Source: an optimization exercise on an open RTL-to-GDS flow (aim: a short achievable clock period and few clock cycles per item). Production flows keep margins and buffers that such runs may drop.
Function was checked by simulation only, so behaviour that the tests miss may differ from the original.

== v41 ==
Design patina_lane, start of the top module:
module patina_lane (
    input  wire               clk,
    input  wire               rst,
    input  wire        [17:0] clamp_c,
    input  wire               lin_bypass,
    input  wire signed [31:0] k1,
    input  wire signed [31:0] k2,
    input  wire signed [31:0] k3,
    input  wire               patina_en,
    input  wire signed [11:0] dp,
    input  wire         [2:0] es,
    input  wire         [2:0] eq,
    input  wire        [15:0] out_offset,
    input  wire               in_valid,
    output wire               in_ready,
    input  wire        [13:0] in_code,
    input  wire        [31:0] in_entry,
    output wire               out_valid,
    input  wire               out_ready,
    output wire        [15:0] out_pix,
    output wire               out_hi,
    output wire               out_lo,
    output wire               out_defect
);
Size: ~17000 cells after synthesis, roughly 220 I/O pins, about 190000 sq um of cells after synthesis.
clock: 20.0 ns
lec_check: 0
cap_margin: 20
core_margin: 2
core_utilization: 60
place_density: 0.72
slew_margin: 65
standard.sh (not shown) runs the stock make flow with config.mk's settings and CLKGATE_MAP_FILE= SYNTH_SCRIPT=/design/flow/synth_recipe.tcl, a recipe that flattens the netlist after the stock synthesis.
==> flow/flow/run.sh <==
#!/bin/bash
# Layout flow: the standard ORFS flow (standard.sh) with two changes:
#  - the port buffers are plain sky130_fd_sc_hd__buf_4 cells (every input
#    and output port still gets its buffer; buffer_ports would otherwise pick
#    a clkdlybuf4s50_1 delay cell);
#  - after placement, the output port buffers are resized to buf_6 and the
#    flip-flops that drive them to sky130_fd_sc_hd__dfxtp_2 (same cell
#    types, other drive strengths), and the placement is legalized again
#    (flow/resize_out.tcl).
# Each step's full output goes to a log file of its own here.
set -euo pipefail
export BUFFER_PORTS_ARGS="-buffer_cell sky130_fd_sc_hd__buf_4"
bash standard.sh place > flow_place.log 2>&1
RES="orfs/results/$FLOW_PLATFORM/patina_lane/base" \
LIB="$FLOW_HOME/platforms/$FLOW_PLATFORM/lib/sky130_fd_sc_hd__tt_025C_1v80.lib" \
  openroad -no_init -exit flow/resize_out.tcl > flow_resize.log 2>&1
bash standard.sh > flow_finish.log 2>&1
==> flow/flow/resize_out.tcl <==
# Resize the output port buffers to buf_6 and the flip-flops that drive
# them to dfxtp_2 (same cell types, other drive strengths), then legalize
# the placement. Reads and rewrites 3_place.odb in $RES.
set res $::env(RES)
read_liberty $::env(LIB)
read_db $res/3_place.odb
read_sdc $res/3_place.sdc
source $::env(FLOW_HOME)/platforms/sky130hd/setRC.tcl
set n 0
foreach port [get_ports -filter "direction == output"] {
  set buf [get_cells -of_objects [get_pins -of_objects [get_nets [get_full_name $port]] -filter "direction == output"]]
  if {[get_property $buf ref_name] == "sky130_fd_sc_hd__buf_4"} {
    replace_cell $buf sky130_fd_sc_hd__buf_6
  }
  foreach ipin [get_pins -of_objects $buf -filter "direction == input"] {
    set drvpin [get_pins -of_objects [get_nets -of_objects $ipin] -filter "direction == output"]
    set ff [get_cells -of_objects $drvpin]
    set ref [get_property $ff ref_name]
    if {[string match "sky130_fd_sc_hd__dfxtp_*" $ref]} {
      replace_cell $ff sky130_fd_sc_hd__dfxtp_2
      incr n
    }
  }
}
puts "resized $n output flip-flops"
set_placement_padding -global -left 0 -right 0
detailed_placement
check_placement
write_db $res/3_place.odb
Every stage of the flow completed for v41, and the final layout passed the timing, design-rule and antenna checks.
Testbench counts of v41, summed over its fixed seeds: cycles 39,674, items 35,275.
For v58, these inputs were changed with respect to v41:
diff --git a/flow/flow/run.sh b/flow/flow/run.sh
--- a/flow/flow/run.sh
+++ b/flow/flow/run.sh
@@ -5,6 +5,5 @@
 #    a clkdlybuf4s50_1 delay cell);
-#  - after placement, the output port buffers are resized to buf_6 and the
-#    flip-flops that drive them to sky130_fd_sc_hd__dfxtp_2 (same cell
-#    types, other drive strengths), and the placement is legalized again
-#    (flow/resize_out.tcl).
+#  - after placement, the flip-flops that drive the output port buffers are
+#    upsized to sky130_fd_sc_hd__dfxtp_4 (same cell type, stronger drive)
+#    and the placement is legalized again (flow/resize_out.tcl).
 # Each step's full output goes to a log file of its own here.
==> flow/flow/resize_out.tcl <==
# Upsize the flip-flops that drive the output port buffers to dfxtp_4,
# then legalize the placement. Reads and rewrites 3_place.odb in $RES.
set res $::env(RES)
read_liberty $::env(LIB)
read_db $res/3_place.odb
read_sdc $res/3_place.sdc
source $::env(FLOW_HOME)/platforms/sky130hd/setRC.tcl
set n 0
foreach port [get_ports -filter "direction == output"] {
  set buf [get_cells -of_objects [get_pins -of_objects [get_nets [get_full_name $port]] -filter "direction == output"]]
  foreach ipin [get_pins -of_objects $buf -filter "direction == input"] {
    set drvpin [get_pins -of_objects [get_nets -of_objects $ipin] -filter "direction == output"]
    set ff [get_cells -of_objects $drvpin]
    set ref [get_property $ff ref_name]
    if {[string match "sky130_fd_sc_hd__dfxtp_*" $ref]} {
      replace_cell $ff sky130_fd_sc_hd__dfxtp_4
      incr n
    }
  }
}
puts "upsized $n output flip-flops"
set_placement_padding -global -left 0 -right 0
detailed_placement
check_placement
write_db $res/3_place.odb
Results
- Between v41 and v58, the cell count figures differ only marginally.
- Compared v58 against v41; via count within noise.
- Compared with v41, in v58 post-synthesis to final-layout area growth flat; final hold violation count did not really move.
Inputs modified between v58 and v4:
Settings: a deleted PLACE_DENSITY that had been 0.72; a change of CORE_UTILIZATION from 60 to 40.
Results
- v4 did not stop at any stage, and its layout met the timing, design-rule and antenna checks.
- On placement row count: between v4 and v58, it ends up lower for v58.
- Taking v58 as the reference, in v4 placed cell count went up 2055; peak per-stage delay on the critical path essentially unchanged; area growth from synthesis to layout increased by 1.5 points relative to the old numbers.
- In terms of fraction of layout cells with a size suffix above 1, v4 and v58 differ only marginally.
- In the tables for v4 and v58, remaining max-slew budget at the tightest pin reads higher with v58.
- Against v58, full die area in v4 came out worse.
- Summary of the comparison: met1 layer usage reported by global route is lower in v4, relative to v58.
- Taking v58 as the reference point, the number of global-route vias before repair of v4 falls by 1.9%.
For v42, these inputs were changed with respect to v4:
Settings: swapping 40 for 60 in CORE_UTILIZATION; putting GPL_TIMING_DRIVEN at 1 where nothing was set; putting PLACE_DENSITY at 0.72 where nothing was set.
diff --git a/flow/flow/run.sh b/flow/flow/run.sh
--- a/flow/flow/run.sh
+++ b/flow/flow/run.sh
@@ -5,5 +5,6 @@
 #    a clkdlybuf4s50_1 delay cell);
-#  - after placement, the flip-flops that drive the output port buffers are
-#    upsized to sky130_fd_sc_hd__dfxtp_4 (same cell type, stronger drive)
-#    and the placement is legalized again (flow/resize_out.tcl).
+#  - after placement, the output port buffers are resized to buf_6 and the
+#    flip-flops that drive them to sky130_fd_sc_hd__dfxtp_2 (same cell
+#    types, other drive strengths), and the placement is legalized again
+#    (flow/resize_out.tcl).
 # Each step's full output goes to a log file of its own here.
diff --git a/flow/flow/resize_out.tcl b/flow/flow/resize_out.tcl
--- a/flow/flow/resize_out.tcl
+++ b/flow/flow/resize_out.tcl
@@ -1,3 +1,4 @@
-# Upsize the flip-flops that drive the output port buffers to dfxtp_4,
-# then legalize the placement. Reads and rewrites 3_place.odb in $RES.
+# Resize the output port buffers to buf_6 and the flip-flops that drive
+# them to dfxtp_2 (same cell types, other drive strengths), then legalize
+# the placement. Reads and rewrites 3_place.odb in $RES.
 set res $::env(RES)
@@ -10,2 +11,5 @@
   set buf [get_cells -of_objects [get_pins -of_objects [get_nets [get_full_name $port]] -filter "direction == output"]]
+  if {[get_property $buf ref_name] == "sky130_fd_sc_hd__buf_4"} {
+    replace_cell $buf sky130_fd_sc_hd__buf_6
+  }
   foreach ipin [get_pins -of_objects $buf -filter "direction == input"] {
@@ -15,3 +19,3 @@
     if {[string match "sky130_fd_sc_hd__dfxtp_*" $ref]} {
-      replace_cell $ff sky130_fd_sc_hd__dfxtp_4
+      replace_cell $ff sky130_fd_sc_hd__dfxtp_2
       incr n
@@ -20,3 +24,3 @@
 }
-puts "upsized $n output flip-flops"
+puts "resized $n output flip-flops"
 set_placement_padding -global -left 0 -right 0
[summary]
Of v4 and v42, the run reporting the lower area growth from synthesis to layout was v42.
A cell type of the slowest stage on the worst timing path of dfxtp_4 is what v4 shows, while dfxtp_2 belongs to v42.
v42 vs v4 — CTS buffer count dropped about 5%.
Compared with v4, in v42 met1 layer usage reported by global route has increased, first-pass GRT wire length has decreased.
Diff v4 -> v42: routed wire length on met2 went up; shortest period the worst path allows now sits lower; fraction of area in registers shows an increase of 0.34 points.
Compared with v4, in v42 post-placement worst setup slack increased 170 ps, fraction of area in clock buffers and inverters saw a decrease.

separate check: timing with driven ports:
In the flow no input, the clock included, has a driving cell. The finished layouts below were timed again as built, in two steps.
Step 1, drivers: a clkbuf_16 drives clk and a buf_2 each remaining input, both assumed.
Step 2 also shifts input and output timing later by t, the mid clock arrival at the registers, as if the neighbouring blocks saw the same clock.
a / b / c = ideal / step 1 / step 2; a / b = the first two.
run	shift t [ns]	setup slack, ns	worst setup path after step 2	slew at the worst register clock pin (ns)
v41	1.000	14.602 / 14.498 / 14.210	input to register	0.07 / 0.07
v58	1.003	14.571 / 14.467 / 14.175	input to register	0.07 / 0.07
v4	1.060	14.510 / 14.397 / 13.917	input to register	0.07 / 0.07
v42	1.000	14.602 / 14.498 / 14.210	input to register	0.07 / 0.07
After both steps setup and hold are still met in every run listed. The setup slack of v4, which loses most, moves by -0.113 ns with the drivers and by -0.593 ns with both steps.
